Context: an optimization exercise on an open-source flow, tuned for small area. The choices shown serve that exercise and are no tape-out recipe. In this exercise RTL edits were held to simulation tests only and were not proved equivalent to the original.

==> job 9997: inputs <==
==> flow/design.v (excerpt) <==
module slice24 (
    input  wire        clk,
    input  wire        rst,
    input  wire        ce,
    input  wire [11:0] op,
    input  wire [23:0] a,
    input  wire [7:0]  ax,
    input  wire [23:0] b,
    input  wire [7:0]  bx,
    input  wire [23:0] ain,
    input  wire [63:0] acin,
    input  wire        mode,
    input  wire [5:0]  rshift,
    input  wire [2:0]  owid,
    input  wire [3:0]  normk,
    input  wire [15:0] acsmap,
    output reg  [47:0] r,
    output reg  [3:0]  dec,
    output reg         satf,
    output reg         illop,
    output reg  [23:0] aout,
    output wire [63:0] acc_out
);
export LEC_CHECK = 0
export ABC_AREA = 1
export CAP_MARGIN = 20
export CORE_MARGIN = 2
export CORE_UTILIZATION = 45
export CTS_BUF_LIST = sky130_fd_sc_hd__clkbuf_4
export GPL_TIMING_DRIVEN = 0
export SLEW_MARGIN = 20
create_clock -name core_clock -period 22.0 [get_ports {clk}]
run.sh (not shown) runs the stock make flow with config.mk's settings and CLKGATE_MAP_FILE= SYNTH_SCRIPT=/design/flow/synth_recipe.tcl, a recipe that flattens the netlist after the stock synthesis.
==> inputs of job 1409, as changes to job 9997 <==
Settings changed: CTS_BUF_LIST sky130_fd_sc_hd__clkbuf_4 to sky130_fd_sc_hd__clkbuf_16, CTS_CLUSTER_DIAMETER set to 100, CTS_CLUSTER_SIZE set to 30.
==> inputs of job 9551, as changes to job 9997 <==
Settings changed: CTS_BUF_LIST sky130_fd_sc_hd__clkbuf_4 to sky130_fd_sc_hd__clkbuf_8.
==> impl_metrics.xml <==
<?xml version="1.0" encoding="UTF-8"?>
<metrics>
  <group name="status">
    <metric name="status" unit="">timing/DRC/antenna clean</metric>
  </group>
  <group name="drt">
    <metric name="routed-wl-met3" unit="um">45400</metric>
    <metric name="drt_first_pass_iters" unit="">7</metric>
  </group>
  <group name="layout">
    <metric name="seqCellArea" unit="mm^2">0.02392</metric>
    <metric name="areaGrowthSynthToFinish" unit="%">12.20</metric>
  </group>
  <group name="cts">
    <metric name="cts.clk_slew.worst_paths" unit="ns">0.08</metric>
    <metric name="clock_insertion_delay_at_the_later_pin_of_the_skew_report" unit="ns">1.35</metric>
  </group>
  <group name="critical_path">
    <metric name="worst-r2r-cell-count" unit="">91</metric>
  </group>
</metrics>
# the run above: job 9997

==> impl_metrics.xml <==
<?xml version="1.0" encoding="UTF-8"?>
<metrics>
  <group name="layout">
    <metric name="areaGrowthSynthToFinish" unit="%">10.39</metric>
    <metric name="seqCellArea" unit="mm^2">0.02392</metric>
    <metric name="largest_register_ff_count" unit="">512</metric>
  </group>
  <group name="min_path">
    <metric name="hold_path_startpoint" unit="">s1_sat</metric>
  </group>
  <group name="critical_path">
    <metric name="worst-r2r-cell-count" unit="">90</metric>
  </group>
  <group name="synth">
    <metric name="synth_top_family_by_area" unit="">adder cells</metric>
  </group>
  <group name="drt">
    <metric name="drt_first_pass_iters" unit="">7</metric>
    <metric name="routed-wl-met3" unit="um">46200</metric>
    <metric name="avgViaCountPerCell" unit="">6.208</metric>
  </group>
  <group name="status">
    <metric name="status" unit="">timing/DRC/antenna clean</metric>
  </group>
  <group name="cts">
    <metric name="clock_insertion_delay_at_the_later_pin_of_the_skew_report" unit="ns">0.73</metric>
    <metric name="cts.clk_slew.worst_paths" unit="ns">0.12</metric>
  </group>
</metrics>
# the run above: job 1409

==> impl_metrics.xml <==
<?xml version="1.0" encoding="UTF-8"?>
<metrics>
  <group name="status">
    <metric name="status" unit="">timing/DRC/antenna clean</metric>
  </group>
  <group name="grt">
    <metric name="grt_pass1_vias" unit="">78150</metric>
    <metric name="global_route.overflow_total" unit="">0</metric>
  </group>
  <group name="layout">
    <metric name="areaGrowthSynthToFinish" unit="%">12.34</metric>
    <metric name="seqCellArea" unit="mm^2">0.02392</metric>
  </group>
  <group name="cts">
    <metric name="cts.clk_slew.worst_paths" unit="ns">0.06</metric>
  </group>
  <group name="critical_path">
    <metric name="max_fanout_on_critical_path" unit="">10</metric>
    <metric name="worst-r2r-cell-count" unit="">91</metric>
  </group>
  <group name="drt">
    <metric name="drt_first_pass_iters" unit="">11</metric>
    <metric name="routed-wl-met3" unit="um">46870</metric>
  </group>
</metrics>
# the run above: job 9551

==> port drivers added, routing unchanged <==
No port has a modelled driver above. Below, the same layouts with a new extraction and two added sets of constraints.
Step 1 sets driving cells, clkbuf_16 on the clock port and buf_2 on the other inputs (assumed; they add their load-dependent delay and slew).
Step 2, shift: input delay + t, output delay - t, t = (earliest + latest rising clock arrival at the registers) / 2. This alone moves slack from input paths to output paths.
Three values: ideal ports, drivers, drivers and shift; two values: the first two.
run | shift t [ns] | slack for setup (ns) | worst register clock-pin slew, ns
job 9997 | 1.349 | 1.886 / 1.886 / 1.886 | 0.09 / 0.09
job 1409 | 0.803 | 1.931 / 1.931 / 1.931 | 0.12 / 0.12
job 9551 | 1.017 | 1.835 / 1.835 / 1.835 | 0.08 / 0.08
After both steps setup and hold are still met in every run listed.
